This design comes from an exercise in tuning for small area, a short achievable clock period and few clock cycles on the open sky130 flow, not from production work.
Only simulation tests tie the RTL to the original design; equivalence was not proved.
Power and IR drop assume default switching activity.

$ cat flow/design.v
module click_seq (
    input             clk,
    input             rst,
    input             start,
    input      [9:0]  start_entry,
    input             start_react,
    input      [15:0] start_src,
    input      [2:0]  start_sev,
    input             stop,
    input             retire,
    input      [24:0] step_limit,
    output            imem_en,
    output     [9:0]  imem_addr,
    input      [38:0] imem_rdata,
    output            imem_we,
    output     [38:0] imem_wdata,
    output            obj_req,
    output     [2:0]  obj_op,
    output     [27:0] obj_addr,
    output            obj_hi,
    output     [63:0] obj_wdata,
    input             obj_ack,
    input      [7:0]  obj_status,
    input      [31:0] obj_rdata,
    output            tx_abort,
    input      [31:0] ft_now,
    input      [23:0] evt_set,
    input      [23:0] evt_clr,
    output     [23:0] evt,
    output     [2:0]  state,
    output     [9:0]  pc,
    output     [2:0]  flags,
    output     [3:0]  depth,
    output     [7:0]  fault,
    output     [7:0]  last_status,
    output            fault_raise,
    input      [2:0]  dbg_sel,
    output     [31:0] dbg_rdata
);
    localparam [2:0] SQ_STOPPED = 3'd0, SQ_RUNNING = 3'd1, SQ_WAITING = 3'd2,
                     SQ_FAULTED = 3'd3, SQ_RETIRED = 3'd4;
    localparam [2:0] S_STOP = 3'd0, S_FAULT = 3'd1, S_RETIRED = 3'd2,
                     S_FETCH = 3'd3, S_RUN = 3'd4, S_ACC = 3'd5,
                     S_WAIT = 3'd6, S_FIX = 3'd7;
    localparam [4:0] OP_HALT = 5'h00, OP_LDI  = 5'h01, OP_ADD  = 5'h02,
                     OP_SUB  = 5'h03, OP_AND  = 5'h04, OP_OR   = 5'h05,
                     OP_CMP  = 5'h06, OP_BR   = 5'h07, OP_LDO  = 5'h08,
                     OP_STO  = 5'h09, OP_WAITT= 5'h0A, OP_WAITE= 5'h0B,
                     OP_EMIT = 5'h0C, OP_TXB  = 5'h0D, OP_TXC  = 5'h0E,
                     OP_CALL = 5'h0F, OP_RET  = 5'h10;
    localparam [2:0] ACC_LDO = 3'd0, ACC_STO = 3'd1, ACC_TXB = 3'd2,
                     ACC_TXC = 3'd3, ACC_EMIT = 3'd4;
    localparam [2:0] FLT_ILLEGAL = 3'd1, FLT_STACK = 3'd2, FLT_PC_END = 3'd3,
                     FLT_STEP_LIMIT = 3'd4, FLT_PROG_UE = 3'd5;
    reg [2:0]  fsm;
    reg [9:0]  pc_r;
    reg [31:0] g [0:7];
    reg        fz, fc, fn;
    reg [9:0]  stk [0:7];
    reg [3:0]  sp;
    reg [23:0] evt_r;
    reg [2:0]  fault_r;
    reg [7:0]  last_status_r;
    reg [24:0] steps;
    reg        tx_held;
    reg        tx_abort_r;
    reg        fault_raise_r;
    reg [31:0] tgt;
    reg        nolim;
    reg        wte;       
    reg        ehit_r;    
    reg        tge_r, tm1_r, tmx_r;
    reg        ft0_r;     
    reg [6:0]  chk;       
    reg        dbl;
    wire s_run  = (fsm == S_RUN);
    wire s_acc  = (fsm == S_ACC);
    wire s_wait = (fsm == S_WAIT);
    reg [5:0]  syn;
    reg        par_err;
    reg [38:0] cw_fix;
    reg        sec_single;
    reg        sec_double;
    integer    p, j;
    always @* begin
        syn = imem_rdata[37:32];
        j = 0;
        for (p = 1; p < 39; p = p + 1) begin
            if ((p & (p - 1)) != 0) begin
                if (imem_rdata[j])
                    syn = syn ^ p[5:0];
                j = j + 1;
            end
        end
        par_err = ^imem_rdata;
        cw_fix = imem_rdata;
        sec_single = 1'b0;
        sec_double = 1'b0;
        if (par_err) begin
            if (syn == 6'd0) begin
                cw_fix[38] = ~imem_rdata[38];
                sec_single = 1'b1;
            end else begin
                j = 0;
                for (p = 1; p < 39; p = p + 1) begin
                    if ((p & (p - 1)) != 0) begin
                        if (syn == p[5:0]) begin
                            cw_fix[j] = ~imem_rdata[j];
                            sec_single = 1'b1;
                        end
                        j = j + 1;
                    end
                end
                for (p = 0; p < 6; p = p + 1) begin
                    if (syn == (6'd1 << p)) begin
                        cw_fix[32 + p] = ~imem_rdata[32 + p];
                        sec_single = 1'b1;
                    end
                end
                if (!sec_single)
                    sec_double = 1'b1;    
            end
        end else if (syn != 6'd0) begin
            sec_double = 1'b1;
        end
    end
    wire ecc_err = par_err || (syn != 6'd0);
    wire [31:0] ins   = imem_rdata[31:0];
    wire [4:0]  i_op  = ins[31:27];
    wire [2:0]  i_rd  = ins[26:24];
    wire [2:0]  i_ra  = ins[23:21];
    wire        i_i   = ins[20];
    wire [2:0]  i_rb  = ins[19:17];
    wire        i_h   = ins[16];
    wire [15:0] i_imm = ins[15:0];
    wire [2:0]  d_sel = (s_run || s_acc) ? i_rd : dbg_sel;
    wire [31:0] va  = g[i_ra];
    wire [31:0] vb  = g[i_rb];
    wire [31:0] vd  = g[d_sel];
    wire [31:0] op2 = i_i ? {16'd0, i_imm} : vb;
    wire        ldst = (i_op[4:1] == 4'b0100);                         
    wire [31:0] opb = (i_i || ldst) ? {16'd0, i_imm} : vb;
    wire rd_z  = (i_rd == 3'd0);
    wire ra_z  = (i_ra == 3'd0);
    wire rb_z  = (i_rb == 3'd0);
    wire imm_z = (i_imm == 16'd0);
    wire op2_ok = i_i ? rb_z : imm_z;
    reg illegal;
    always @* begin
        case (i_op)
            OP_HALT, OP_TXB, OP_RET:
                illegal = (ins[26:0] != 27'd0);
            OP_LDI:
                illegal = !(ra_z && !i_i && rb_z);
            OP_ADD, OP_SUB, OP_AND, OP_OR, OP_WAITE:
                illegal = !(!i_h && op2_ok);
            OP_CMP:
                illegal = !(rd_z && !i_h && op2_ok);
            OP_BR:
                illegal = !(ra_z && !i_i && rb_z && !i_h && i_imm[15:10] == 6'd0 && i_rd != 3'd7);
            OP_LDO:
                illegal = !(!i_i && rb_z && i_imm[15:8] == 8'd0);
            OP_STO:
                illegal = !(!i_h && i_imm[15:8] == 8'd0 && (!i_i || rb_z));
            OP_WAITT:
                illegal = i_h ? !(rd_z && !i_i && rb_z && imm_z)
                              : !(rd_z && ra_z && op2_ok);
            OP_EMIT:
                illegal = !(rd_z && !i_i && !i_h && i_imm[15:4] == 12'd0);
            OP_TXC:
                illegal = !(rd_z && ra_z && !i_h && op2_ok);
            OP_CALL:
                illegal = !(ins[26:16] == 11'd0 && i_imm[15:10] == 6'd0);
            default:
                illegal = 1'b1;
        endcase
    end
    reg br_take;
    always @* begin
        case (i_rd)
            3'd0: br_take = 1'b1;
            3'd1: br_take = fz;
            3'd2: br_take = !fz;
            3'd3: br_take = fc;
            3'd4: br_take = !fc;
            3'd5: br_take = fn;
            3'd6: br_take = !fn;
            default: br_take = 1'b0;
        endcase
    end
    wire is_call   = (i_op == OP_CALL);
    wire is_ret    = (i_op == OP_RET);
    wire redir_imm = (i_op == OP_BR && br_take) || is_call;
    wire stall_op  = (i_op[4:3] == 2'b01) && (i_op[2:0] != 3'b111);    
    wire wait_op   = (i_op[4:1] == 4'b0101);                           
    wire acc_op    = stall_op && !wait_op;
    wire is_ldo    = (i_op == OP_LDO);
    wire is_sto    = (i_op == OP_STO);
    wire is_emit   = (i_op == OP_EMIT);
    wire is_txb    = (i_op == OP_TXB);
    wire is_txc    = (i_op == OP_TXC);
    wire stack_err = (is_call && sp == 4'd8) || (is_ret && sp == 4'd0);
    wire lim_hit   = (steps >= step_limit);
    wire [9:0] pc_p1  = pc_r + 10'd1;
    wire       at_end = (pc_r == 10'd1023);
    wire [9:0] stk_top = stk[sp[2:0] - 3'd1];
    wire        sub  = i_op == OP_SUB || i_op == OP_CMP;
    wire [31:0] aa   = wait_op ? ft_now : va;
    wire [31:0] bb   = opb ^ {32{sub}};
    wire [33:0] sum2 = {1'b0, aa, 1'b1} + {1'b0, bb, sub};
    wire [32:0] sum  = sum2[33:1];
    wire [31:0] t_diff = ft_now - tgt;
    wire        tick   = ft_now[0] ^ ft0_r;
    wire        t_done = (tge_r && !(tmx_r && tick)) || (tm1_r && tick);
    wire        op2_hz = (op2[30:1] == 30'd0);
    wire        w_abs  = i_h;
    reg [31:0] res;
    always @* begin
        case (i_op[2:0])
            3'd1:    res = {i_h ? i_imm : 16'd0, i_imm};
            3'd4:    res = va & op2;
            3'd5:    res = va | op2;
            default: res = sum[31:0];
        endcase
    end
    wire [23:0] e_hit = evt_r & va[23:0];
    wire        wdone = (wte && ehit_r) || (!(wte && nolim) && t_done);
    wire ctl   = !rst && !((retire || stop) && fsm != S_RETIRED);
    wire e_ok  = s_run && !lim_hit && !ecc_err && !illegal;
    wire [8:0] onum_lo = {1'b0, va[7:0]} + {1'b0, i_imm[7:0]};
    wire       slow    = ldst && onum_lo[8];
    wire       req     = (e_ok && acc_op && !slow) || s_acc;
    wire       acc_done = req && obj_ack;
    wire wr_hi = ctl && ((e_ok && i_op != OP_HALT && i_op[4:3] == 2'b00 && i_op[2:1] != 2'b11) ||
                         (acc_done && is_ldo && obj_status == 8'h00) ||
                         (s_wait && wte && wdone));
    wire wr_lo = wr_hi && !(i_op == OP_LDI && i_h);
    wire [31:0] gw = (s_acc || is_ldo) ? obj_rdata : s_run ? res : {8'd0, e_hit};
    wire [23:0] evt_take = (s_wait && ctl && wte) ? e_hit : 24'd0;
    wire [23:0] evt_nx   = (evt_r & ~evt_clr & ~evt_take) | evt_set;
    integer k;
    always @(posedge clk) begin
        if (rst) begin
            for (k = 0; k < 8; k = k + 1)
                g[k] <= 32'd0;
        end else if (ctl && start && (fsm == S_STOP || fsm == S_FAULT)) begin
            for (k = 0; k < 8; k = k + 1)
                g[k] <= 32'd0;
            if (start_react) begin
                g[0] <= {16'd0, start_src};
                g[1] <= {29'd0, start_sev};
            end
        end else begin
            if (wr_lo) g[i_rd][15:0]  <= gw[15:0];
            if (wr_hi) g[i_rd][31:16] <= gw[31:16];
        end
    end
    always @(posedge clk) begin
        if (s_run) begin
            tgt   <= ecc_err ? cw_fix[31:0] :
                     (i_op == OP_WAITT && i_h) ? va :
                     (i_op == OP_EMIT) ? {25'd0, va[6:0]} :
                     (i_op == OP_TXB || i_op == OP_TXC) ? 32'd0 : sum[31:0];
            chk   <= cw_fix[38:32];
            nolim <= (op2 == 32'd0);
            wte   <= i_op[0];
            dbl   <= sec_double;
        end
    end
    always @(posedge clk) begin
        tx_abort_r    <= 1'b0;
        fault_raise_r <= 1'b0;
        if (rst) begin
            fsm           <= S_STOP;
            pc_r          <= 10'd0;
            fz            <= 1'b0;
            fc            <= 1'b0;
            fn            <= 1'b0;
            sp            <= 4'd0;
            fault_r       <= 3'd0;
            last_status_r <= 8'd0;
            tx_held       <= 1'b0;
        end else if (retire && fsm != S_RETIRED) begin
            fsm        <= S_RETIRED;
            tx_held    <= 1'b0;
            tx_abort_r <= tx_held;
        end else if (stop && fsm != S_RETIRED) begin
            fsm        <= S_STOP;
            tx_held    <= 1'b0;
            tx_abort_r <= tx_held;
        end else begin
            case (fsm)
                S_STOP, S_FAULT: begin
                    if (start) begin
                        fsm     <= S_RUN;
                        pc_r    <= start_entry;
                        fz      <= 1'b0;
                        fc      <= 1'b0;
                        fn      <= 1'b0;
                        sp      <= 4'd0;
                        fault_r <= 3'd0;
                        steps   <= 25'd0;
                    end
                end
                S_RETIRED: ;
                S_FETCH: fsm <= S_RUN;
                S_RUN: begin
                    if (lim_hit || (!ecc_err && (illegal || stack_err))) begin
                        fsm           <= S_FAULT;
                        fault_r       <= lim_hit ? FLT_STEP_LIMIT :
                                         illegal ? FLT_ILLEGAL : FLT_STACK;
                        fault_raise_r <= 1'b1;
                        tx_held       <= 1'b0;
                        tx_abort_r    <= tx_held;
                    end else if (ecc_err) begin
                        fsm <= S_FIX;
                    end else if (i_op == OP_HALT) begin
                        fsm        <= S_STOP;
                        tx_held    <= 1'b0;
                        tx_abort_r <= tx_held;
                    end else if (acc_op && !slow && obj_ack) begin
                        last_status_r <= obj_status;
                        fz <= (obj_status == 8'h00);
                        if (is_txb)
                            tx_held <= (obj_status == 8'h00);
                        if (is_txc)
                            tx_held <= 1'b0;
                        steps <= steps + 25'd1;
                        if (at_end) begin
                            fsm           <= S_FAULT;
                            fault_r       <= FLT_PC_END;
                            fault_raise_r <= 1'b1;
                            tx_held       <= 1'b0;
                            tx_abort_r    <= is_txb ? (obj_status == 8'h00) :
                                             is_txc ? 1'b0 : tx_held;
                        end else
                            pc_r <= pc_p1;
                    end else if (stall_op) begin
                        fsm <= wait_op ? S_WAIT : S_ACC;
                    end else begin
                        steps <= steps + 25'd1;
                        if (i_op == OP_CMP) begin
                            fz <= (va == op2);
                            fc <= !sum[32];
                            fn <= (va[31] != op2[31]) ? va[31] : sum[31];
                        end
                        if (is_call) begin
                            stk[sp[2:0]] <= pc_p1;
                            sp <= sp + 4'd1;
                        end
                        if (is_ret)
                            sp <= sp - 4'd1;
                        if (redir_imm)
                            pc_r <= i_imm[9:0];
                        else if (is_ret)
                            pc_r <= stk_top;
                        else if (at_end) begin
                            fsm           <= S_FAULT;
                            fault_r       <= FLT_PC_END;
                            fault_raise_r <= 1'b1;
                            tx_held       <= 1'b0;
                            tx_abort_r    <= tx_held;
                        end else
                            pc_r <= pc_p1;
                    end
                end
                S_ACC: begin
                    if (obj_ack) begin
                        last_status_r <= obj_status;
                        fz <= (obj_status == 8'h00);
                        if (is_txb)
                            tx_held <= (obj_status == 8'h00);
                        if (is_txc)
                            tx_held <= 1'b0;
                        steps <= steps + 25'd1;
                        if (at_end) begin
                            fsm           <= S_FAULT;
                            fault_r       <= FLT_PC_END;
                            fault_raise_r <= 1'b1;
                            tx_held       <= 1'b0;
                            tx_abort_r    <= is_txb ? (obj_status == 8'h00) :
                                             is_txc ? 1'b0 : tx_held;
                        end else begin
                            fsm  <= S_RUN;
                            pc_r <= pc_p1;
                        end
                    end
                end
                S_WAIT: begin
                    if (wdone) begin
                        steps <= 25'd0;
                        if (at_end) begin
                            fsm           <= S_FAULT;
                            fault_r       <= FLT_PC_END;
                            fault_raise_r <= 1'b1;
                            tx_held       <= 1'b0;
                            tx_abort_r    <= tx_held;
                        end else begin
                            fsm  <= S_RUN;
                            pc_r <= pc_p1;
                        end
                    end
                end
                default: begin    
                    if (dbl) begin
                        fsm           <= S_FAULT;
                        fault_r       <= FLT_PROG_UE;
                        fault_raise_r <= 1'b1;
                        tx_held       <= 1'b0;
                        tx_abort_r    <= tx_held;
                    end else
                        fsm <= S_FETCH;
                end
            endcase
        end
    end
    always @(posedge clk) begin
        if (rst)
            evt_r <= 24'd0;
        else
            evt_r <= evt_nx;
    end
    always @(posedge clk)
        ehit_r <= ((evt_nx & va[23:0]) != 24'd0);
    always @(posedge clk) begin
        ft0_r <= ft_now[0];
        if (s_run) begin
            tge_r <= !w_abs && (op2[31] ? !(op2_hz && !op2[0]) : (op2_hz && !op2[0]));
            tm1_r <= !w_abs && !op2[31] && op2_hz && op2[0];
            tmx_r <= !w_abs && op2[31] && op2_hz && op2[0];
        end else begin
            tge_r <= !t_diff[31];
            tm1_r <= (t_diff == 32'hFFFFFFFF);
            tmx_r <= (t_diff == 32'h7FFFFFFF);
        end
    end
    wire   s_idle     = (fsm == S_STOP) || (fsm == S_FAULT);
    assign imem_en    = (fsm == S_FETCH) || s_run || s_acc || s_wait || (s_idle && start);
    assign imem_addr  = (s_run && redir_imm) ? i_imm[9:0] :
                        (s_run && is_ret)    ? stk_top :
                        (s_idle)             ? start_entry :
                        ((s_run && !stall_op) || ((s_run || s_acc) && obj_ack) || (s_wait && wdone)) ? pc_p1 : pc_r;
    assign imem_we    = (fsm == S_FIX) && !dbl;
    assign imem_wdata = {chk, tgt};
    assign obj_req   = req && ctl;
    assign obj_op    = is_ldo ? ACC_LDO : is_sto ? ACC_STO : is_txb ? ACC_TXB :
                       is_txc ? ACC_TXC : ACC_EMIT;
    assign obj_addr  = s_acc ? tgt[27:0] :
                       is_emit ? {21'd0, va[6:0]} :
                       ldst ? {va[27:8], onum_lo[7:0]} : 28'd0;
    assign obj_hi    = is_ldo && i_h;
    assign obj_wdata[31:0]  = is_sto  ? vd :
                              is_txc  ? op2 :
                              is_emit ? {28'd0, i_imm[3:0]} : 32'd0;
    assign obj_wdata[63:32] = ((is_sto && !i_i) || is_emit) ? vb : 32'd0;
    assign tx_abort  = tx_abort_r;
    assign evt = evt_r;
    assign state = (fsm == S_STOP)    ? SQ_STOPPED :
                   (fsm == S_FAULT)   ? SQ_FAULTED :
                   (fsm == S_RETIRED) ? SQ_RETIRED :
                   (s_wait || (s_acc && is_txc)) ? SQ_WAITING : SQ_RUNNING;
    assign pc          = pc_r;
    assign flags       = {fn, fc, fz};
    assign depth       = sp;
    assign fault       = {5'd0, fault_r};
    assign last_status = last_status_r;
    assign fault_raise = fault_raise_r;
    assign dbg_rdata   = vd;
endmodule
$ cat flow/flow/run.sh
#!/bin/bash
# The standard layout (the standard.sh), with the port buffers that
# global placement inserts made from the smallest buffer cell instead of
# the delay buffer buffer_ports picks by itself. Every input and output
# port still gets its own buffer. The flow's full output goes to
# standard_flow.log; ORFS keeps each step's log under orfs/logs/.
set -euo pipefail
export BUFFER_PORTS_ARGS="-buffer_cell sky130_fd_sc_hd__buf_1"
bash standard.sh finish > standard_flow.log 2>&1
$ cat flow/standard.sh
#!/bin/bash
# synth_recipe.tcl (not shown) runs the flow's synth.tcl, then flattens the netlist and writes it again
# the make line also repeats each setting of config.mk as NAME=value (left out here)
make -C /OpenROAD-flow-scripts/flow DESIGN_CONFIG=/design/flow/config.mk WORK_HOME=/design/flow/orfs CLKGATE_MAP_FILE= SYNTH_SCRIPT=/design/flow/synth_recipe.tcl "${@:-finish}"
$ cat flow/config.mk
export PLATFORM = sky130hd
export DESIGN_NAME = click_seq
export DESIGN_NICKNAME = click_seq
export VERILOG_FILES = /design/flow/design.v
export SDC_FILE = /design/flow/constraint.sdc
export NUM_CORES = 4
export LEC_CHECK = 0
export CAP_MARGIN = 20
export CORE_MARGIN = 2
export CORE_UTILIZATION = 55
export CTS_BUF_LIST = sky130_fd_sc_hd__clkbuf_8
export SETUP_SLACK_MARGIN = 5
export SLEW_MARGIN = 20
$ cat flow/constraint.sdc
create_clock -name core_clock -period 12.0 [get_ports {clk}]
set_input_delay 2.4000 -clock core_clock [delete_from_list [all_inputs] [get_ports {clk}]]
set_output_delay 2.4000 -clock core_clock [all_outputs]
set_load 0.01 [all_outputs]
==> results of run 1 <==
[timing repair]
action,in CTS,in global routing
pin swaps,40,81
gates cloned,23,3
endpoints found under the setup margin,662,298
hold endpoints to repair,0,0
resized for setup,258,257
buffers inserted,69,68
[layout make-up]
cell class	instances	share of cell area
Multi-Input combinational cell	2904	0.5181
Sequential cell	466	0.2925
Clock buffer	87	0.02621
Timing Repair Buffer	729	0.1105
Clock inverter	55	0.008983
Timing Repair inverter	1	0.0001095
Antenna cell	8	0.0004382
Inverter	215	0.01925
Tap cell	873	0.02391
[critical path: cells and delay by family]
family                   cells  cell delay (ns)
AND/OR/NAND/NOR              6             1.71
AO/OA/AOI/OAI                2             0.31
adder cells (fa/ha/maj)      1             0.23
buffers and inverters        5             0.73
[placed cells by master (no fill, tap or decap), types with 68 or more instances in the layout]
master | netlist | layout
nand2_1 | 314 | 308
inv_1 | 211 | 221
nor2_1 | 519 | 513
buf_4 | 11 | 188
nand3_1 | 75 | 68
edfxtp_1 | 403 | 403
o21ai_0 | 158 | 150
a21oi_1 | 252 | 239
clkbuf_8 | 0 | 89
xnor2_1 | 144 | 124
ha_1 | 188 | 173
mux2i_1 | 95 | 75
o22ai_1 | 79 | 68
mux4_2 | 209 | 209
buf_1 | 39 | 383
[sequential cells by signal (all words and copies together), names as in the netlist, 4 cells and up]
register and cells:
steps 25, evt_r 24, last_status_r 8, tgt 32
pc_r 10, stk 80, chk 7, g 256
sp 4
[power groups by stage]
stage	sequential (mW)	clock (mW)	combinational, mW
floorplan	1.96	0	1.24
global placement	1.98	0	1.90
detailed placement	1.98	0	1.90
CTS	1.95	1.50	2.08
global route	1.96	1.57	2.40
finish	1.96	1.51	2.34
[cells by family (layout without fill, tap and decap cells)]
| kind of cell | after synthesis | count (layout) | share of synthesized area |
|---|---|---|---|
| buffers and inverters | 480 | 1087 | 0.05100 |
| AND/OR/NAND/NOR | 1223 | 1224 | 0.1478 |
| adder cells (fa/ha/maj) | 191 | 191 | 0.06435 |
| flip-flops | 466 | 466 | 0.3565 |
| AO/OA/AOI/OAI | 906 | 906 | 0.1570 |
| multiplexers | 364 | 364 | 0.1689 |
| other | 1 | 13 | 0.0001000 |
| XOR/XNOR | 214 | 214 | 0.05430 |
[metrics by stage]
step                      hold WS (ns)  cell area, sq um  setup slack (ns)  utilization
final                           0.4878             45690             4.202       0.6791
after CTS                       0.4915             43990             4.231       0.6539
after global placement          0.4725             40250             2.979       0.5983
after detailed placement        0.4762             40260             2.989       0.5984
after global routing            0.5094             45670             4.191       0.6789
after floorplan                 0.4720             37830             4.374            -
[how the worst min path moves through the flow]
stage | startpoint | endpoint | slack [ns] | cells past startpoint
finish | last_status_r[3]$_SDFFE_PP0P_ | last_status_r[3]$_SDFFE_PP0P_ | 0.49 | 2
global route | last_status_r[0]$_SDFFE_PP0P_ | last_status_r[0]$_SDFFE_PP0P_ | 0.51 | 2
CTS | last_status_r[3]$_SDFFE_PP0P_ | last_status_r[3]$_SDFFE_PP0P_ | 0.49 | 2
detailed placement | last_status_r[3]$_SDFFE_PP0P_ | last_status_r[3]$_SDFFE_PP0P_ | 0.48 | 2
global placement | last_status_r[1]$_SDFFE_PP0P_ | last_status_r[1]$_SDFFE_PP0P_ | 0.47 | 2
floorplan | fz$_SDFFE_PP0P_ | fz$_SDFFE_PP0P_ | 0.47 | 2
[metal layers]
metal  up-vias  GRT usage
met1     17900     0.5886
met2      3416     0.6897
met5         -   0.005544
met4        16     0.3288
met3       863     0.1770
li1      15490          -
==> results.txt, run 1 <==
outcome=finished clean; Critical Path AT=5.40 ns; asr flop ratio synth=0; antenna violations before repair=13; PortBufs=459; Post-synth top cells=519 x nor2_1, 403 x edfxtp_1, 314 x nand2_1, 252 x a21oi_1, 211 x inv_1; r2r worst-path depth=16; routed vias/inst=7.059; CP Capture Type=primary output; Pins Over Slew Limit=0; Combinational Power Share=0.403; Die Span Y=265.1 um; leak pwr=17.87 nW; total power=5.806 mW; H-tree lvl count=3; cell area after synthesis=37490 sq um; post-synthesis sequential area ratio=0.3565; FF+latch count, synth=466; Die ar.=70260 sq um; Post-Syn Instances=3845; NetSw=2.267 mW; CTS max path bufs=3; first-pass GRT wire length=240500 um; WL/cell=32.37 um; CP max-delay cell=or4_4; vias in the first global route=34590; drt first pass iters=8; crit path kind=in2out; Max Cap Viol=0; critical register-to-register path endpoint=fz$_SDFFE_PP0P_; CTS tree=done; met3 routed WL=27240 um; Synth area leader=edfxtp_1; Worst Path Required=9.60 ns; remaining antenna violation count=0; sequential share of power=0.337; Filler Cell Count=5391; R2R setup slack=6.64 ns; final setup fails=0; hold-fix buffers at CTS=0; Yosys cell types=93; syn avg cell area=9.750 sq um; clock root buffer master=clkbuf_8; Yosys warnings=1; Startpoint Class=input port; Clock Sinks=466; Synth area leaders=edfxtp_1 32%, mux4_2 13%, ha_1 6.3%; footprint of the multi-input gates=23670 sq um; Post-synth EDFFs=403; Worst R2R Start=g[2][2]$_SDFFCE_PN0P_; capture point of the worst path=obj_req; PD cells=127.1 nW/um^2; min-delay worst type=reg2reg; RSZ-0062 raised after global routing=yes; Fmax=128.2 MHz; clock power share=0.260; Peak VDD IR=0.0001055 V; Worst Setup SP=imem_rdata[8]; DR DRC count=0; area share of the largest cell type after synthesis=0.3228; GRT overflow=0; overall die width=265.1 um; Register Area=13360 sq um; CTS buffer count=79; Net Sw Frac=0.3904; I/O pin cnt=465; Int Pwr=3.539 mW; final period utilization=0.6498; Rows=95; Slew @ Worst Pin=1.183 ns; post-route setup TNS=0 ns; Max-Slew Margin vs Limit=0.2047; Non-Filler Instances=5338; Area Overhead vs Synth=21.87%; ratio of cells with drive above 1 in the final layout=0.2158; Placer Congestion=1.063; largest net degree at the start of global routing=83; total wire length=172800 um; Cells after DPL=5024; Hold Vio Cnt, Final=0; DR WL met2=72230 um; clk_skew=0.06156 ns; Iteration-0 DRC Markers=5290; Layout Nets=4810; most frequent cell after synthesis=nor2_1; CP most frequent cell=nand4_1; Synth Flop Type=edfxtp_1; Starting Density=0.5572; GRT Util Overall=0.4753; M1 WL=57970 um; critical path's largest stage delay=0.51 ns; CTS clock-pin slew for the worst setup and hold paths=0.05 ns; top routing layer in use=met5; peak fanout along the critical path=8; Min Clock Period, post-route=7.798 ns; worst-path cell chain=buf_1 -> buf_8 -> inv_1 -> ha_2 -> nand4_1 -> buf_4 -> nor2_1 -> a41oi_1 -> nor3_2 -> nand4_1 -> or4_4 -> or3_1 -> a21oi_2 -> buf_2; Detail Placement HPWL=118800 um; Clock Latency Late Sink=0.74 ns; Vias=37680; core area=67280 sq um
Testbench counts, summed over its fixed seeds: cycles 130,196.
==> run 2: changes to the inputs <==
==> flow/flow/run.sh (replaced) <==
#!/bin/bash
# The standard layout (the standard.sh) with two changes to how it is
# made:
# - the port buffers that global placement inserts use the smallest
#   buffer cell instead of the delay buffer buffer_ports picks by itself
#   (every input and output port still gets its own buffer);
# - timing repair aims for 6 ns of setup margin, fixing the worst path
#   only (TNS_END_PERCENT 0), so it keeps shortening the critical path
#   without upsizing every path below the margin.
# The flow's full output goes to standard_flow.log; ORFS keeps each
# step's log under orfs/logs/.
set -euo pipefail
export BUFFER_PORTS_ARGS="-buffer_cell sky130_fd_sc_hd__buf_1"
bash standard.sh SETUP_SLACK_MARGIN=6 TNS_END_PERCENT=0 finish > standard_flow.log 2>&1
==> run 2 against run 1 <==
  * Sequential cell count stayed put
  * Register-to-register slack got worse by 0.25 ns
  * Sequential share of layout area increased by 1.6 points
  * Synthesized cell count is the same
  * Area after synthesis unchanged
  * Highest routed layer unchanged
  * Count of clock-buffer cells in the layout unchanged
  * Critical endpoint unchanged
  * First-iteration DRC count is 5.3% higher
  * Non-clock buffer count is 94 lower
  * Worst setup slack worse by 0.020 ns
  * Core utilization decreased by 3.6 points
  * Wire length down 4.0%
  * Via count fell by 2.9%
==> results.txt, run 2 <==
smallest hold slack=0.4815 ns (-0.006321 ns); Peak VDD IR=0.00009251 V (-12%); Post-Syn Instances=3845 (unchanged); DR WL met2=69640 um (-3.6%); Post-synth EDFFs=403 (unchanged); final period utilization=0.6515 (+0.001682); WL/cell=31.54 um (-2.5%); ratio of cells with drive above 1 in the final layout=0.1627 (-0.05310); Critical Path AT=5.42 ns (+0.02 ns); Synth area leader=edfxtp_1; commonest non-fill, non-tap cell in the layout=nor2_1; Post-synth top cells=519 x nor2_1, 403 x edfxtp_1, 314 x nand2_1, 252 x a21oi_1, 211 x inv_1; Max Cap Viol=0 (unchanged); CP max-delay cell=or4_4; Rows=95 (unchanged); Detail Placement HPWL=118500 um (-0.24%); Clock Latency Late Sink=0.73 ns (about the same); Starting Density=0.5572 (unchanged); syn avg cell area=9.750 sq um (unchanged); fin area=43260 sq um (-5.3%); CTS buffer count=81 (+2.5%); Yosys cell types=93 (unchanged); Pins Over Slew Limit=0 (unchanged); R2R setup slack=6.39 ns (-0.25 ns); PortBufs=459 (unchanged); Yosys warnings=1 (unchanged); PD cells=128.6 nW/um^2 (+1.2%); CTS tree=done; H-tree lvl count=3 (unchanged); GRT Util Overall=0.4570 (-0.01822); GRT overflow=0 (unchanged); clock root buffer master=clkbuf_8; asr flop ratio synth=0 (unchanged); Fmax=127.9 MHz (-0.26%); Layout Nets=4716 (-2.0%); first-pass GRT wire length=232600 um (-3.3%); Placer Congestion=1.070 (+0.65%); CP Capture Type=primary output; FF+latch count, synth=466 (unchanged); met3 routed WL=24360 um (-11%); total wire length=165900 um (-4.0%); peak fanout along the critical path=6 (-2); Die ar.=70260 sq um (unchanged); Clock Sinks=466 (unchanged); overall die width=265.1 um (unchanged); min-delay worst type=reg2reg; cell area after synthesis=37490 sq um (unchanged); vias in the first global route=33320 (-3.7%); Filler Cell Count=5680 (+5.4%); routed vias/inst=6.958 (-1.4%); CTS clock-pin slew for the worst setup and hold paths=0.05 ns (about the same); critical path's largest stage delay=0.52 ns (about the same); Top reg by flops=g; leak pwr=16.63 nW (-6.9%); clk_skew=0.07285 ns (+0.01129 ns); Vias=36580 (-2.9%); crit path kind=in2out; Synth area leaders=edfxtp_1 32%, mux4_2 13%, ha_1 6.3%; final setup fails=0 (unchanged); critical register-to-register path endpoint=g[3][21]$_SDFFCE_PN0P_; most frequent cells in the layout=513 x nor2_1, 442 x buf_1, 403 x edfxtp_1; remaining antenna violation count=0 (unchanged); Largest register FFs=256 (unchanged); Worst R2R Start=g[2][11]$_SDFFCE_PN0P_; I/O pin cnt=465 (unchanged); Iteration-0 DRC Markers=5573 (+5.3%); Hold Vio Cnt, Final=0 (unchanged); most frequent cell after synthesis=nor2_1; top routing layer in use=met5; core area=67280 sq um (unchanged); worst-path cell chain=buf_1 -> buf_6 -> clkinvlp_4 -> ha_4 -> xnor2_2 -> xnor2_2 -> xnor2_1 -> xnor3_2 -> nand3_2 -> or4_4 -> or3_4 -> a21oi_2 -> buf_2; Worst Path Required=9.60 ns (about the same); Min Clock Period, post-route=7.818 ns (+0.02018 ns); area share of the largest cell type after synthesis=0.3228 (unchanged); CP most frequent cell=xnor2_2; Startpoint Class=input port; Area Overhead vs Synth=15.40%; largest net degree at the start of global routing=63 (-24%); post-route setup TNS=0 ns (unchanged); RSZ-0062 raised after global routing=yes; total power=5.563 mW (-4.2%); hold-critical path depth=2 (unchanged); r2r worst-path depth=13 (-3); Die Span Y=265.1 um (unchanged); Max-Slew Margin vs Limit=0.1893 (-0.01542); Slew @ Worst Pin=1.216 ns (+0.03324 ns); Worst Setup SP=imem_rdata[15]; min-delay src=fault_r[2]$_SDFFE_PP0P_; M1 WL=58910 um (+1.6%); drt first pass iters=7 (-1); Worst Hold End=fault_r[2]$_SDFFE_PP0P_; outcome=finished clean; antenna violations before repair=12 (-1); dpl cell area=40240 sq um (about the same); CTS max path bufs=3 (unchanged); Synth Flop Type=edfxtp_1; post-synthesis sequential area ratio=0.3565 (unchanged); DR DRC count=0 (unchanged)
==> run 2: changes by cell type in the layout (fill, tap and decap cells not counted), moves of 10 or more <==
cell     delta
buf_12     -13
mux2_4     -32
mux2i_1    +14
mux2i_2    -10
o22ai_1    +11
a22oi_1    +12
buf_2      -35
buf_16     -12
buf_4      -45
buf_1      +59
a22oi_2    -12
buf_6      -30
mux2_2     +32
==> run 2: critical path: cells and delay by family <==
kind / cells / cell delay [ns]
adders and majority gates: 1 / 0.29
and+or+nand+nor: 3 / 0.97
buffers and inverters: 4 / 0.70
AOI/OAI and AO/OA: 1 / 0.13
xor gates and xnor gates: 4 / 0.91
==> run 2: cell type report <==
cell class	instances	area (sq um)	share of cell area
Multi-Input combinational cell	2903	22690	0.5245
Sequential cell	466	13360	0.3089
Timing Repair Buffer	635	3581	0.08278
Clock buffer	87	1197	0.02768
Tap cell	873	1092	0.02525
Inverter	215	869.6	0.02010
Clock inverter	63	427.9	0.009892
Antenna cell	16	40.04	0.0009255
==> run 2: kinds of logic after synthesis <==
kind of cell / count (synthesis) / synth area share
simple gates: 1223 / 0.1478
compound gates: 906 / 0.1570
buf+inv: 480 / 0.05100
flops: 466 / 0.3565
mux: 364 / 0.1689
xor+xnor: 214 / 0.05430
fa+ha+maj: 191 / 0.06435
other cells: 1 / 0.0001000
==> run 2: stage by stage <==
step	utilization	setup WS (ns)	std cells
floorplan	-	4.374	3849
global placement	0.5979	3.294	5021
detailed placement	0.5981	3.253	5022
CTS	0.6339	4.191	5207
global route	0.6426	4.125	5246
finish	0.6430	4.182	5258
==> run 2: where the power goes <==
part	leakage [nW]	switching (mW)	internal, mW
Combinational	11.2	1.38	0.736
Sequential	4.56	0.0783	1.88
Clock	0.915	0.727	0.769
Total	16.6	2.18	3.38
==> run 2: worst max-delay path by stage <==
stage,end,slack [ns],cells after the start
2_1_floorplan,obj_req,4.37,14
3_3_place_gp,obj_req,3.29,17
3_5_place_dp,obj_req,3.25,17
4_1_cts,obj_req,4.19,13
5_1_grt,obj_req,4.13,13
6_report,obj_req,4.18,13
==> run 2: timing repair <==
item / in CTS / in global routing
cloned: 5 / 4
pin swaps: 13 / 13
resized for setup: 96 / 50
setup endpoints to repair: 822 / 770
hold buffers: 0 / 0
setup buffers: 30 / 29
==> run 2: routing by layer <==
| layer | up-vias | GRT usage |
|---|---|---|
| met5 | - | 0.005544 |
| met4 | 8 | 0.2845 |
| met3 | 669 | 0.1603 |
| met2 | 3066 | 0.6643 |
| met1 | 17560 | 0.5845 |
| li1 | 15280 | - |

re-timing with driven ports:
No port has a modelled driver above. Below, the same layouts with a new extraction and two added sets of constraints. Step 1 (the two cells are an assumption about what drives the block):
set clk [get_ports {clk}]
set_driving_cell -lib_cell sky130_fd_sc_hd__clkbuf_16 $clk
set_driving_cell -lib_cell sky130_fd_sc_hd__buf_2 [delete_from_list [all_inputs] $clk]
Step 2 also shifts input and output timing later by t, the mid clock arrival at the registers, as if the neighbouring blocks saw the same clock. a / b / c = no drivers / after step 1 / after step 2; a / b = the first two.
| run | shift t [ns] | slack for setup (ns) | worst setup path after step 2 | latest minus earliest clock arrival (ns) | worst register clock-pin slew, ns |
|---|---|---|---|---|---|
| run 1 | 0.780 | 4.202 / 4.025 / 4.025 | input to output | 0.062 / 0.061 | 0.08 / 0.08 |
| run 2 | 0.760 | 4.182 / 4.033 / 3.618 | input to register | 0.073 / 0.073 | 0.07 / 0.07 |
After both steps setup and hold are still met in every run listed. The setup slack of run 2, which loses most, moves by -0.149 ns with the drivers and by -0.564 ns with both steps.
